Background: an optimization exercise with open tools, aiming at small area. Do not read the settings as production practice.
The RTL was checked by simulation tests, not by an equivalence proof against the original design.

// sk7_mstep
module sk7_mstep (
    input  wire               clk,
    input  wire               rst,         
    input  wire               tick,        
    input  wire signed [31:0] x,           
    input  wire        [15:0] speed,       
    input  wire               vneg,        
    input  wire               at_rest,     
    input  wire               dir,         
    input  wire        [9:0]  e_off,       
    input  wire signed [15:0] lead,        
    input  wire        [2:0]  band_max,    
    input  wire        [11:0] amp,         
    input  wire        [15:0] vbus,        
    output wire               out_valid,
    output wire        [9:0]  addr,        
    output wire        [2:0]  band,        
    output wire signed [11:0] ent_a,       
    output wire signed [11:0] ent_b,       
    output reg  signed [16:0] volt_a,      
    output wire signed [16:0] volt_b       
);
    reg  [9:0] w_prev;       
    reg        have_prev;
    reg  [2:0] band_q;
    reg        adir_q;       
    localparam [1:0] PH_IDLE = 2'd0, PH_C = 2'd1, PH_A = 2'd2, PH_B = 2'd3;
    reg  [1:0] ph;
    reg  [3:0] k;
    reg  [23:0] R;           
  ...
Size in the first run: roughly 920 cells after synthesis, about 180 I/O pins.
Settings: LEC_CHECK=0, ABC_AREA=1, CAP_MARGIN=20, CORE_MARGIN=2, CORE_UTILIZATION=40, SLEW_MARGIN=20, SYNTH_MEMORY_MAX_BITS=32768; clock period 60.0 ns.
standard.sh (not shown) runs the stock make flow with config.mk's settings and CLKGATE_MAP_FILE= SYNTH_SCRIPT=/design/flow/synth_recipe.tcl, a recipe that flattens the netlist after the stock synthesis.
==> flow/flow/run.sh <==
#!/bin/bash
# Layout flow: the standard flow, with two changes.
#  1. After the standard synthesis, full adders among inverters are flipped to
#     the inverted polarity (flow/faflip.py) and the combinational logic is
#     mapped again by a stronger ABC script (flow/remap.tcl), in three rounds;
#     the smallest netlist is kept. Registers are left untouched.
#  2. Ports are buffered with the smallest buffer; CTS uses clkbuf_4 in clusters of 6 and adds
#     no dummy loads.
# Each tool's output goes to a log file of its own in this folder.
set -euo pipefail
W=$PWD
RES=$W/orfs/results/sky130hd/sk7_mstep/base
LOGS=$W/orfs/logs/sky130hd/sk7_mstep/base

bash standard.sh synth > std_synth.log 2>&1

cp $RES/1_2_yosys.v std_synth_netlist.v.log
# the don't-use cells as the standard synthesis passed them to ABC
DU=$(grep -o -- "-dont_use [^ ]*" $LOGS/1_2_yosys.log | awk '{print $2}' | sort -u | tr '\n' ' ')
export REMAP_LIB=$FLOW_HOME/platforms/sky130hd/lib/sky130_fd_sc_hd__tt_025C_1v80.lib
export REMAP_TOP=$FLOW_TOP
export REMAP_DONT_USE="$DU"
export REMAP_ABC=$W/flow/remap.abc

# Three rounds of flip + re-map, each starting from the previous round's
# netlist; the smallest netlist is kept.
prev=std_synth_netlist.v.log
best=""
best_area=""
for r in 1 2 3; do
  python3 flow/faflip.py $prev faflip_$r.v.log r${r}_ > faflip_$r.log 2>&1
  REMAP_IN=$W/faflip_$r.v.log REMAP_OUT=$W/remap_$r.v.log \
    REMAP_STAT_IN=$W/remap_stat_in_$r.log REMAP_STAT_OUT=$W/remap_stat_out_$r.log \
    yosys -c flow/remap.tcl > remap_$r.log 2>&1
  area=$(grep "Chip area" remap_stat_out_$r.log | tail -1 | awk '{print $NF}')
  echo "round $r: area $area" >> remap_rounds.log
  if [[ -z "$best" ]] || awk "BEGIN{exit !($area < $best_area)}"; then
    best=remap_$r.v.log
    best_area=$area
  fi
  prev=remap_$r.v.log
done
echo "kept $best ($best_area)" >> remap_rounds.log
cp $best $RES/1_2_yosys.v

export BUFFER_PORTS_ARGS="-buffer_cell sky130_fd_sc_hd__buf_1"
export CTS_ARGS="-sink_clustering_enable -sink_clustering_size 6 -repair_clock_nets -dont_use_dummy_load -buf_list sky130_fd_sc_hd__clkbuf_4"
bash standard.sh > std_layout.log 2>&1
==> flow/flow/faflip.py <==
#!/usr/bin/env python3
"""Flip the polarity of full-adder cells that sit among inverters.

A full adder is self-dual: FA(~a, ~b, ~c) = (~sum, ~cout). A cell with at least
2 of its 5 terminals on inverters (inputs driven by one, outputs feeding only
inverters) is rewired to the inverted signals: a NOT on each input and output.
The ABC re-map that follows merges those NOTs into the surrounding logic. The
function of the netlist is unchanged.
usage: faflip.py in.v out.v [prefix]   (prefix for the new wire names)
"""
import re, sys

src = open(sys.argv[1]).read()
pfx = sys.argv[3] if len(sys.argv) > 3 else ''
cell_re = re.compile(r'(sky130_fd_sc_hd__\w+)\s+(\S+)\s*\((.*?)\);', re.S)
pin_re = re.compile(r'\.(\w+)\(([^()]*)\)')
OUTP = ('Y', 'X', 'Q', 'Q_N', 'SUM', 'COUT', 'HI', 'LO')
cells, drv, loads = [], {}, {}
for m in cell_re.finditer(src):
    pins = {p: n.strip() for p, n in pin_re.findall(m.group(3))}
    cells.append((m, m.group(1), pins))
    for p, n in pins.items():
        if p in OUTP:
            drv[n] = m.group(1)
        else:
            loads.setdefault(n, []).append(m.group(1))
isinv = lambda t: t is not None and ('__inv_' in t or '__clkinv_' in t)

out, extra, last, k = [], [], 0, 0
for m, typ, pins in cells:
    if not typ.startswith('sky130_fd_sc_hd__fa_'):
        continue
    s = sum(isinv(drv.get(pins[p])) for p in ('A', 'B', 'CIN'))
    s += sum(1 for p in ('SUM', 'COUT') if loads.get(pins[p]) and all(isinv(t) for t in loads[pins[p]]))
    if s < 2:
        continue
    body = m.group(3)
    for p in ('A', 'B', 'CIN', 'SUM', 'COUT'):
        w = f'{pfx}faflip_{k}_{p}'
        extra.append(f'  wire {w};')
        if p in ('SUM', 'COUT'):
            extra.append(f'  assign {pins[p]} = ~{w} ;')
        else:
            extra.append(f'  assign {w} = ~{pins[p]} ;')
        body = re.sub(r'\.' + p + r'\([^()]*\)', f'.{p}({w})', body)
    out.append(src[last:m.start(3)])
    out.append(body)
    last = m.end(3)
    k += 1
out.append(src[last:])
res = ''.join(out)
i = res.rindex('endmodule')
open(sys.argv[2], 'w').write(res[:i] + '\n'.join(extra) + '\n' + res[i:])
print(f'flipped {k} full adders')
==> flow/flow/remap.tcl <==
# Re-map the combinational logic of the standard synthesis netlist with a
# stronger ABC script. Flip-flops, full adders and tie cells are kept as they
# are (same instances, names and cell types); every other cell, half adders
# included, is read as its liberty function and mapped again. Then the
# standard synthesis's last steps are repeated: tie cells, split nets,
# buffered pass-throughs.
yosys -import
set lib $::env(REMAP_LIB)
read_liberty -ignore_miss_func $lib
blackbox sky130_fd_sc_hd__*df* sky130_fd_sc_hd__*dl* sky130_fd_sc_hd__fa_* sky130_fd_sc_hd__conb_*
read_verilog $::env(REMAP_IN)
hierarchy -top $::env(REMAP_TOP)
tee -o $::env(REMAP_STAT_IN) stat -liberty $lib
flatten
simplemap
opt -purge
set dont_use {}
foreach c $::env(REMAP_DONT_USE) { lappend dont_use -dont_use $c }
abc -script $::env(REMAP_ABC) -liberty $lib {*}$dont_use
opt_clean -purge
hilomap -singleton -hicell sky130_fd_sc_hd__conb_1 HI -locell sky130_fd_sc_hd__conb_1 LO
splitnets
# the standard netlist's internal net names (_NNN_, _NNN_.PIN) become private, so
# that no output port is left as an alias of such a net
yosys rename -hide w:_*
opt_clean -purge
insbuf -buf sky130_fd_sc_hd__buf_4 A X
opt_clean -purge
tee -o $::env(REMAP_STAT_OUT) stat -liberty $lib
write_verilog -noattr -nohex -nodec $::env(REMAP_OUT)
Other scripts of this flow, unchanged in this note and not shown: flow/flow/remap.abc
Then changed:
==> flow/flow/run.sh (replaced) <==
#!/bin/bash
# Layout flow: the standard flow, with two changes.
#  1. After the standard synthesis, full adders among inverters are flipped to
#     the inverted polarity (flow/faflip.py) and the combinational logic is
#     mapped again by a stronger ABC script (flow/remap.tcl); registers are
#     left untouched.
#  2. Ports are buffered with the smallest buffer; CTS uses clkbuf_4 in clusters of 6 and adds
#     no dummy loads.
# Each tool's output goes to a log file of its own in this folder.
set -euo pipefail
W=$PWD
RES=$W/orfs/results/sky130hd/sk7_mstep/base
LOGS=$W/orfs/logs/sky130hd/sk7_mstep/base

bash standard.sh synth > std_synth.log 2>&1

cp $RES/1_2_yosys.v std_synth_netlist.v.log
# the don't-use cells as the standard synthesis passed them to ABC
DU=$(grep -o -- "-dont_use [^ ]*" $LOGS/1_2_yosys.log | awk '{print $2}' | sort -u | tr '\n' ' ')
export REMAP_LIB=$FLOW_HOME/platforms/sky130hd/lib/sky130_fd_sc_hd__tt_025C_1v80.lib
python3 flow/faflip.py std_synth_netlist.v.log faflip_netlist.v.log > faflip.log 2>&1
export REMAP_IN=$W/faflip_netlist.v.log
export REMAP_OUT=$RES/1_2_yosys.v
export REMAP_TOP=$FLOW_TOP
export REMAP_DONT_USE="$DU"
export REMAP_ABC=$W/flow/remap.abc
export REMAP_STAT_IN=$W/remap_stat_in.log
export REMAP_STAT_OUT=$W/remap_stat_out.log
yosys -c flow/remap.tcl > remap.log 2>&1

export BUFFER_PORTS_ARGS="-buffer_cell sky130_fd_sc_hd__buf_1"
export CTS_ARGS="-sink_clustering_enable -sink_clustering_size 6 -repair_clock_nets -dont_use_dummy_load -buf_list sky130_fd_sc_hd__clkbuf_4"
bash standard.sh > std_layout.log 2>&1
--- a/flow/flow/faflip.py
+++ b/flow/flow/faflip.py
@@ -7,10 +7,9 @@
 The ABC re-map that follows merges those NOTs into the surrounding logic. The
 function of the netlist is unchanged.
-usage: faflip.py in.v out.v [prefix]   (prefix for the new wire names)
+usage: faflip.py in.v out.v
 """
 import re, sys
 
 src = open(sys.argv[1]).read()
-pfx = sys.argv[3] if len(sys.argv) > 3 else ''
 cell_re = re.compile(r'(sky130_fd_sc_hd__\w+)\s+(\S+)\s*\((.*?)\);', re.S)
 pin_re = re.compile(r'\.(\w+)\(([^()]*)\)')
@@ -37,5 +36,5 @@
     body = m.group(3)
     for p in ('A', 'B', 'CIN', 'SUM', 'COUT'):
-        w = f'{pfx}faflip_{k}_{p}'
+        w = f'faflip_{k}_{p}'
         extra.append(f'  wire {w};')
         if p in ('SUM', 'COUT'):
--- a/flow/flow/remap.tcl
+++ b/flow/flow/remap.tcl
@@ -21,7 +21,4 @@
 hilomap -singleton -hicell sky130_fd_sc_hd__conb_1 HI -locell sky130_fd_sc_hd__conb_1 LO
 splitnets
-# the standard netlist's internal net names (_NNN_, _NNN_.PIN) become private, so
-# that no output port is left as an alias of such a net
-yosys rename -hide w:_*
 opt_clean -purge
 insbuf -buf sky130_fd_sc_hd__buf_4 A X
Result: The new run finished clean; flip-flop and latch count does not change; clock-buffer cell count does not change; die area goes up by 1.3%.
Then changed:
--- a/flow/flow/remap.tcl
+++ b/flow/flow/remap.tcl
@@ -21,4 +21,7 @@
 hilomap -singleton -hicell sky130_fd_sc_hd__conb_1 HI -locell sky130_fd_sc_hd__conb_1 LO
 splitnets
+# the standard netlist's internal net names (_NNN_, _NNN_.PIN) become private, so
+# that no output port is left as an alias of such a net
+yosys rename -hide w:_*
 opt_clean -purge
 insbuf -buf sky130_fd_sc_hd__buf_4 A X
=> The changed run produced a clean layout. Global-route usage goes up by 0.46 points. Sequential share of layout area does not change. Die area goes down by 0.86%. Wire length goes up by 1.9%. Setup slack degrades by 0.40 ns.
Then changed:
==> flow/flow/run.sh (replaced) <==
#!/bin/bash
# Layout flow: the standard flow, with two changes.
#  1. After the standard synthesis, full adders among inverters are flipped to
#     the inverted polarity (flow/faflip.py) and the combinational logic is
#     mapped again by a stronger ABC script (flow/remap.tcl), in three rounds;
#     the smallest netlist is kept. Registers are left untouched.
#  2. Ports are buffered with the smallest buffer; CTS uses clkbuf_4 and clkbuf_8 in clusters of 6 and adds
#     no dummy loads.
# Each tool's output goes to a log file of its own in this folder.
set -euo pipefail
W=$PWD
RES=$W/orfs/results/sky130hd/sk7_mstep/base
LOGS=$W/orfs/logs/sky130hd/sk7_mstep/base

bash standard.sh synth > std_synth.log 2>&1

cp $RES/1_2_yosys.v std_synth_netlist.v.log
# the don't-use cells as the standard synthesis passed them to ABC
DU=$(grep -o -- "-dont_use [^ ]*" $LOGS/1_2_yosys.log | awk '{print $2}' | sort -u | tr '\n' ' ')
export REMAP_LIB=$FLOW_HOME/platforms/sky130hd/lib/sky130_fd_sc_hd__tt_025C_1v80.lib
export REMAP_TOP=$FLOW_TOP
export REMAP_DONT_USE="$DU"
export REMAP_ABC=$W/flow/remap.abc

# Three rounds of flip + re-map, each starting from the previous round's
# netlist; the smallest netlist is kept.
prev=std_synth_netlist.v.log
best=""
best_area=""
for r in 1 2 3; do
  python3 flow/faflip.py $prev faflip_$r.v.log r${r}_ > faflip_$r.log 2>&1
  REMAP_IN=$W/faflip_$r.v.log REMAP_OUT=$W/remap_$r.v.log \
    REMAP_STAT_IN=$W/remap_stat_in_$r.log REMAP_STAT_OUT=$W/remap_stat_out_$r.log \
    yosys -c flow/remap.tcl > remap_$r.log 2>&1
  area=$(grep "Chip area" remap_stat_out_$r.log | tail -1 | awk '{print $NF}')
  echo "round $r: area $area" >> remap_rounds.log
  if [[ -z "$best" ]] || awk "BEGIN{exit !($area < $best_area)}"; then
    best=remap_$r.v.log
    best_area=$area
  fi
  prev=remap_$r.v.log
done
echo "kept $best ($best_area)" >> remap_rounds.log
cp $best $RES/1_2_yosys.v

export BUFFER_PORTS_ARGS="-buffer_cell sky130_fd_sc_hd__buf_1"
export CTS_ARGS="-sink_clustering_enable -sink_clustering_size 6 -repair_clock_nets -dont_use_dummy_load -buf_list {sky130_fd_sc_hd__clkbuf_4 sky130_fd_sc_hd__clkbuf_8}"
bash standard.sh > std_layout.log 2>&1
--- a/flow/flow/faflip.py
+++ b/flow/flow/faflip.py
@@ -7,9 +7,10 @@
 The ABC re-map that follows merges those NOTs into the surrounding logic. The
 function of the netlist is unchanged.
-usage: faflip.py in.v out.v
+usage: faflip.py in.v out.v [prefix]   (prefix for the new wire names)
 """
 import re, sys
 
 src = open(sys.argv[1]).read()
+pfx = sys.argv[3] if len(sys.argv) > 3 else ''
 cell_re = re.compile(r'(sky130_fd_sc_hd__\w+)\s+(\S+)\s*\((.*?)\);', re.S)
 pin_re = re.compile(r'\.(\w+)\(([^()]*)\)')
@@ -36,5 +37,5 @@
     body = m.group(3)
     for p in ('A', 'B', 'CIN', 'SUM', 'COUT'):
-        w = f'faflip_{k}_{p}'
+        w = f'{pfx}faflip_{k}_{p}'
         extra.append(f'  wire {w};')
         if p in ('SUM', 'COUT'):
Area after synthesis came out lower by 0.47%.
Design area rises by 0.76%.

[separate check: timing with driven ports]
How much do the figures lean on ideal ports? The routed layouts below were timed once more, with nothing changed but the port constraints.
Step 1: set_driving_cell puts a clkbuf_16 on clk and a buf_2 on each other input, an assumption about the parent block.
Step 2, shift: input delay + t, output delay - t, t = (earliest + latest rising clock arrival at the registers) / 2. This alone moves slack from input paths to output paths.
Slacks: no drivers / after step 1 / after step 2; pairs: no drivers / after step 1.
run	shift t [ns]	slack for setup (ns)	hold WS [ns]	worst setup path at the end	latest minus earliest clock arrival (ns)
the first run	0.553	13.891 / 13.855 / 14.408	0.448 / 0.448 / 0.448	register to output	0.053 / 0.053
the second run	0.551	14.397 / 14.357 / 14.908	0.446 / 0.446 / 0.446	register to output	0.037 / 0.037
the third run	0.557	13.992 / 13.952 / 14.509	0.451 / 0.451 / 0.451	register to output	0.040 / 0.041
the fourth run	0.472	14.061 / 14.022 / 14.494	0.444 / 0.444 / 0.444	register to output	0.033 / 0.033
After both steps setup and hold are still met in every run listed.
